This design comes from an exercise in tuning for small area, a short achievable clock period and few clock cycles per item on the open sky130 flow, not from production work.
The RTL was checked by simulation tests, not by an equivalence proof against the original design.

## flow/design.v (module list and top-level ports; edited modules follow where they fit)
// module husk_dec: 1671 lines
module husk_dec (
    input  wire         clk,
    input  wire         rst,
    input  wire         in_valid,
    output wire         in_ready,
    input  wire         in_mode,
    input  wire [255:0] in_data,
    input  wire [31:0]  in_check,
    output wire         out_valid,
    output wire [255:0] out_data,
    output wire [31:0]  out_check,
    output wire [1:0]   out_status
);
  // ...
==> flow/flow/run.sh <==
#!/bin/bash
# Standard layout (the standard.sh) with one change in global placement:
# every port still gets a buffer, but inputs get buf_1 and outputs buf_2
# (instead of the default delay buffer), and the flip-flops that drive
# output ports are sized up to dfxtp_2.  See pre_gpl.tcl.
set -euo pipefail
export DONT_BUFFER_PORTS=1
export PRE_GLOBAL_PLACE_TCL="$PWD/flow/pre_gpl.tcl"
bash standard.sh > standard_make.log 2>&1
==> flow/flow/pre_gpl.tcl <==
# Run by ORFS before global placement (PRE_GLOBAL_PLACE_TCL), in place of
# its own buffer_ports call (DONT_BUFFER_PORTS=1).
set db [ord::get_db]
set block [ord::get_db_block]
set ff2 [$db findMaster sky130_fd_sc_hd__dfxtp_2]
set nup 0
foreach bt [$block getBTerms] {
  if {[$bt getIoType] != "OUTPUT"} { continue }
  set net [$bt getNet]
  if {$net == "NULL"} { continue }
  foreach it [$net getITerms] {
    if {![$it isOutputSignal]} { continue }
    set inst [$it getInst]
    if {[[$inst getMaster] getName] == "sky130_fd_sc_hd__dfxtp_1"} {
      $inst swapMaster $ff2
      incr nup
    }
  }
}
puts "pre_gpl: $nup output flip-flops sized to dfxtp_2"
buffer_ports -inputs -buffer_cell sky130_fd_sc_hd__buf_1
buffer_ports -outputs -buffer_cell sky130_fd_sc_hd__buf_2
==> flow/standard.sh <==
#!/bin/bash
# synth_recipe.tcl (not shown) runs the flow's synth.tcl, then flattens the netlist and writes it again
# the make line also repeats each setting of config.mk as NAME=value (left out here)
make -C /OpenROAD-flow-scripts/flow DESIGN_CONFIG=/design/flow/config.mk WORK_HOME=/design/flow/orfs CLKGATE_MAP_FILE= SYNTH_SCRIPT=/design/flow/synth_recipe.tcl "${@:-finish}"
==> flow/config.mk <==
export PLATFORM = sky130hd
export DESIGN_NAME = husk_dec
export DESIGN_NICKNAME = husk_dec
export VERILOG_FILES = /design/flow/design.v
export SDC_FILE = /design/flow/constraint.sdc
export NUM_CORES = 4
export LEC_CHECK = 0
export CAP_MARGIN = 20
export CORE_MARGIN = 2
export CORE_UTILIZATION = 60
export PLACE_DENSITY = 0.7
export SLEW_MARGIN = 50
==> flow/constraint.sdc <==
create_clock -name core_clock -period 30.0 [get_ports {clk}]
set_input_delay 6.0000 -clock core_clock [delete_from_list [all_inputs] [get_ports {clk}]]
set_output_delay 6.0000 -clock core_clock [all_outputs]
set_load 0.01 [all_outputs]
==> results.cfg, run 1 <==
[layout]
multi_input_area_share_pct = 50.9
final_util_pct = 68.1
instances_no_fill = 6773
nets = 5672

[synth]
synth_top_family_by_area = XOR/XNOR gates
synth-edff-count = 0

[floorplan]
fp.dieH_um = 316
dieWidth_um = 316
ioPinCount = 584

[clock_network]
cts_max_level = 3
clk_root_buffer_cell = clkbuf_16
insertion_delay_ns = 0.81
cts_buffers = 114

[outcome]
status = no timing/DRC/antenna violations

[routing]
wl_met3_mm = 49.4
vias = 45954
drt-total-wl_mm = 278
drtPass1Iterations = 7

[sta]
finalHoldViolCount = 0
finClkSkew_ns = 0.115
setup-tns-final_ns = 0

[placement]
dp_cells = 6514

[worst_setup_path]
r2r_cells = 15

[min_path]
hold_depth = 0
Testbench counts, summed over its fixed seeds: cycles 6,432, items 6,400.
==> run 2, diff against run 1 <==
--- a/flow/design.v
+++ b/flow/design.v
@@ -1577,17 +1577,17 @@
   assign invM = cinv(M);
   assign invA = cinv(A_r2);
   assign BD = cmul(B_r2, D_r2);
   assign Q = cmul(N, invM);
   assign t = cmul(D_r2, invA);
   assign c = cmul(BD, csq(invA));
   assign trc = ^{c_r3[7]};
   assign z0 = clsol(c_r3);
-  assign z0p = dz_r3 ? 8'h01 : z0;
+  assign z0p = z0 ^ {7'b0, dz_r3};
   assign x1 = cmul(Q_r3, z0p);
   assign x2 = x1 ^ Q_r3;
   assign y1d = cmul(C1_r3, t_r3) ^ cmul(C0_r3, z0p ^ 8'h01);
   assign m1 = inpos(x1);
   assign m2 = inpos(x2);
   assign h1 = {(x1 == 8'h01), (x1 == 8'h2F), (x1 == 8'h48), (x1 == 8'h25), (x1 == 8'h34), (x1 == 8'hCA), (x1 == 8'h40), (x1 == 8'h14), (x1 == 8'h58), (x1 == 8'hF4), (x1 == 8'hF6), (x1 == 8'hBB), (x1 == 8'h38), (x1 == 8'h72), (x1 == 8'h1A), (x1 == 8'hAD), (x1 == 8'h2D), (x1 == 8'h05), (x1 == 8'hA6), (x1 == 8'h7E), (x1 == 8'hA2), (x1 == 8'hF7), (x1 == 8'h94), (x1 == 8'h70), (x1 == 8'h57), (x1 == 8'h2E), (x1 == 8'h67), (x1 == 8'h6D), (x1 == 8'h11), (x1 == 8'hFE), (x1 == 8'h8A), (x1 == 8'h54), (x1 == 8'h4C), (x1 == 8'hAC), (x1 == 8'h02), (x1 == 8'h4D)};
   assign h2 = {(x2 == 8'h01), (x2 == 8'h2F), (x2 == 8'h48), (x2 == 8'h25), (x2 == 8'h34), (x2 == 8'hCA), (x2 == 8'h40), (x2 == 8'h14), (x2 == 8'h58), (x2 == 8'hF4), (x2 == 8'hF6), (x2 == 8'hBB), (x2 == 8'h38), (x2 == 8'h72), (x2 == 8'h1A), (x2 == 8'hAD), (x2 == 8'h2D), (x2 == 8'h05), (x2 == 8'hA6), (x2 == 8'h7E), (x2 == 8'hA2), (x2 == 8'hF7), (x2 == 8'h94), (x2 == 8'h70), (x2 == 8'h57), (x2 == 8'h2E), (x2 == 8'h67), (x2 == 8'h6D), (x2 == 8'h11), (x2 == 8'hFE), (x2 == 8'h8A), (x2 == 8'h54), (x2 == 8'h4C), (x2 == 8'hAC), (x2 == 8'h02), (x2 == 8'h4D)};
   assign intact = (S0 == 8'h00) && (S1 == 8'h00) && (S2 == 8'h00) && (S3 == 8'h00);
==> flow/config.mk (replaced) <==
export PLATFORM = sky130hd
export DESIGN_NAME = husk_dec
export DESIGN_NICKNAME = husk_dec
export VERILOG_FILES = /design/flow/design.v
export SDC_FILE = /design/flow/constraint.sdc
export NUM_CORES = 4
export LEC_CHECK = 0
export CAP_MARGIN = 20
export CORE_MARGIN = 2
export CORE_UTILIZATION = 58
export CTS_CLUSTER_DIAMETER = 80
export CTS_CLUSTER_SIZE = 20
export PLACE_DENSITY = 0.7
export SLEW_MARGIN = 50
==> run 2 against run 1 <==
- synthesized area is essentially flat
- first-iteration DRC count shrank 12%
- maximum frequency grew 1.2%
- sequential share of layout area grew 1.4 points
- clock-buffer cell count shrank 62
- core utilization shrank 4.5 points
- clock skew shrank 0.063 ns
- non-clock buffer count grew 6
- die area grew 3.4%
- worst hold slack gained 0.0088 ns
- routed wire length shrank 5.1%
==> results.cfg, run 2 <==
[outcome]
status = no timing/DRC/antenna violations

[layout]
synthToLayoutAreaGrowth_pct = 8.68
n_fill_cell = 7819
nets = 5591
layout_common_cells = xnor2_1, dfxtp_1, xor2_1
drive_gt1_share_pct = 13.6
layout_commonest_cell = xnor2_1

[clock_network]
clock_sinks = 1245
clockBufferDepth = 3
ctsHoldBuffers = 0
insertion_delay_ns = 0.71
cts_setup_buffers = 0
worst_setup_hold_path_clk_slew_ns = 0.09
clk_root_buffer_cell = clkbuf_16
cts_buffers = 78
cts_tree = yes
cts_max_level = 3
cts_resized = 0

[flow_run]
max_cap_viol_count = 0

[synth]
synth-edff-count = 0
avgSynthCellArea_um2 = 11.0
synth_most_common_cell = xnor2_1
yosys-top-cells-count = xnor2_1, dfxtp_1, xor2_1
synth-main-ff-cell = dfxtp_1
synth_nets = 5623
yosys.area.top_type = dfxtp_1
async_flop_share_pct = 0
ys_top_cells_by_area = dfxtp_1, xnor2_1, xor2_1
seq_area_frac_synth_pct = 42.6
yosysTopAreaCellShare_pct = 42.6
yosys_warnings = 1
netlist_instances = 5307
syn_area_mm2 = 0.0585
synth.distinct_cells = 93
synth-seq-cells = 1245

[global_route]
antenna_found_initial = 54
first_global_vias = 39200
busiest_layer = met2
use_met2_pct = 67.3
grt_util_all_layers_pct = 49.8
grtUsageMet3_pct = 24.0
grt_max_degree = 37
overflow = 0
grt_pass1_wl_mm = 345
gr-usage-met1_pct = 63.7

[worst_setup_path]
cp-start-kind = register
arrival_ns = 7.92
r2r_cells = 15
crit_end = res_r4[180]
critPathLaunch = c_r3[7]
crit_fanout = 36
end_kind = register
r2r_slack_ns = 22.67
reg2reg_from = c_r3[7]
required_ns = 30.59
worstReg2RegEnd = res_r4[180]
worstSetupPathType = register to register

[sta]
timing.fmax_mhz = 136
fin_crit_sh_pct = 24.4
max_slew_margin_pct = 40.3
finClkSkew_ns = 0.0519
finalHoldViolCount = 0
maxSlewViolCount = 0
rsz0062_at_grt = false
setup-tns-final_ns = 0
worst_pin_slew_ns = 0.889
finalCriticalPeriod_ns = 7.33
setup_viol = 0

[routing]
post_drt_via_cell_ratio = 6.50
drtPass1Iterations = 6
drc_errors = 0
ant_nets = 0
drt-total-wl_mm = 264
drt-initial-drc-count = 7604
drt-wirelength-per-cell_um = 39.9
vias = 43048

[placement]
io_buffers = 582
hpwl_mm = 209
place_congestion = 1.13

[floorplan]
start_util_pct = 58.5
fp.dieH_um = 322
dieWidth_um = 322
num_rows = 116
core_mm2 = 0.100
dieArea_mm2 = 0.103
ioPinCount = 584

[min_path]
hp-class = register to register
## run 2: cell types whose count changed after synthesis, sizes merged, moves of 17 or more
cell	before	now
xnor3	248	225
o211ai	24	6
or3	4	21
nor3	51	19
clkbuf	88	136
or4	3	21
nand2	283	335
nor2	378	273
## run 2: how the worst min path moves through the flow
stage | start | endpoint | slack, ns | depth (start not counted)
after floorplan | cw_r2[0] | cw_r3[0] | 0.31 | 0
final | cw_r2[190] | cw_r3[190] | 0.30 | 0
after global routing | cw_r2[101] | cw_r3[101] | 0.32 | 0
after CTS | cw_r2[190] | cw_r3[190] | 0.31 | 0
after global placement | cw_r2[79] | cw_r3[79] | 0.31 | 0
after detailed placement | cw_r2[11] | cw_r3[11] | 0.31 | 0
## run 2: per-stage QoR
step                setup slack (ns)  cells  cell area [um^2]  utilization, %  hold slack, ns
detailed placement             22.94   6492             61000            61.0           0.312
finish                         22.67   6618             63600            63.6           0.303
floorplan                      23.67   5307             58500               -           0.310
global route                   22.52   6602             63500            63.5           0.317
global placement               22.13   6483             60200            60.2           0.310
CTS                            22.79   6594             63400            63.4           0.312
## run 2: area by class of cell
class	instances	area (um^2)	area share [%]
Multi-Input combinational cell	3765	33000	52.0
Sequential cell	1245	25300	39.9
Clock buffer	83	1980	3.12
Tap cell	1298	1620	2.56
Timing Repair Buffer	113	906	1.43
Clock inverter	19	349	0.549
Inverter	72	270	0.425
Antenna cell	23	57.6	0.0906
## run 2: logic make-up after synthesis
logic type / after synthesis / synth area share (%)
xor gates and xnor gates: 2210 / 39.7
buffers and inverters: 297 / 2.37
DFF: 1245 / 42.6
AOI/OAI and AO/OA: 576 / 6.54
muxes: 63 / 1.11
adders and majority gates: 24 / 0.513
other: 1 / 0.00641
and+or+nand+nor: 891 / 7.12
## run 2: metal layers
metal / vias to the layer above / share of wire, % / routed length (um)
li1: 17390 / - / -
met1: 20847 / 37 / 96800
met2: 3916 / 39 / 102000
met3: 887 / 17 / 44700
met4: 8 / 7.6 / 20100
met5: - / 0.021 / 56
## run 2: critical path, cell delays in order, from the launching register on
cell	delay, ns
dfxtp_1	0.61
xor3_1	0.63
xnor2_1	0.56
nor2_1	0.12
xnor3_1	0.22
xnor2_1	0.60
xnor3_1	0.66
or4b_1	0.65
or3_1	0.64
nand4_1	0.20
or4b_1	0.18
or4_4	0.30
and2_4	0.36
nand3_4	0.58
o22ai_1	0.57
xor2_1	0.30
Testbench counts of run 2, summed over its fixed seeds: cycles 6,432, items 6,400.

==> afterwards: timing with drivers on the ports <==
Ports are ideal in the flow. The routed layouts listed here were re-timed in OpenROAD.
Step 1: set_driving_cell puts a clkbuf_16 on clk and a buf_2 on each other input, an assumption about the parent block.
Step 2 moves the port delays by t, midway between the first and last clock arrival at a register: inputs arrive t later, outputs are due t later. That takes back most of the time a late clock gives input paths.
a / b / c = no drivers / after step 1 / after step 2; a / b = the first two.
run	t, ns	slack for setup (ns)	hold slack, ns	clock arrival spread, ns	worst register clock-pin slew, ns
run 1	0.832	22.580 / 22.580 / 22.580	0.294 / 0.294 / 0.294	0.129 / 0.128	0.08 / 0.08
run 2	0.776	22.669 / 22.668 / 22.669	0.303 / 0.303 / 0.303	0.060 / 0.060	0.09 / 0.09
After both steps every run listed still meets setup and hold.
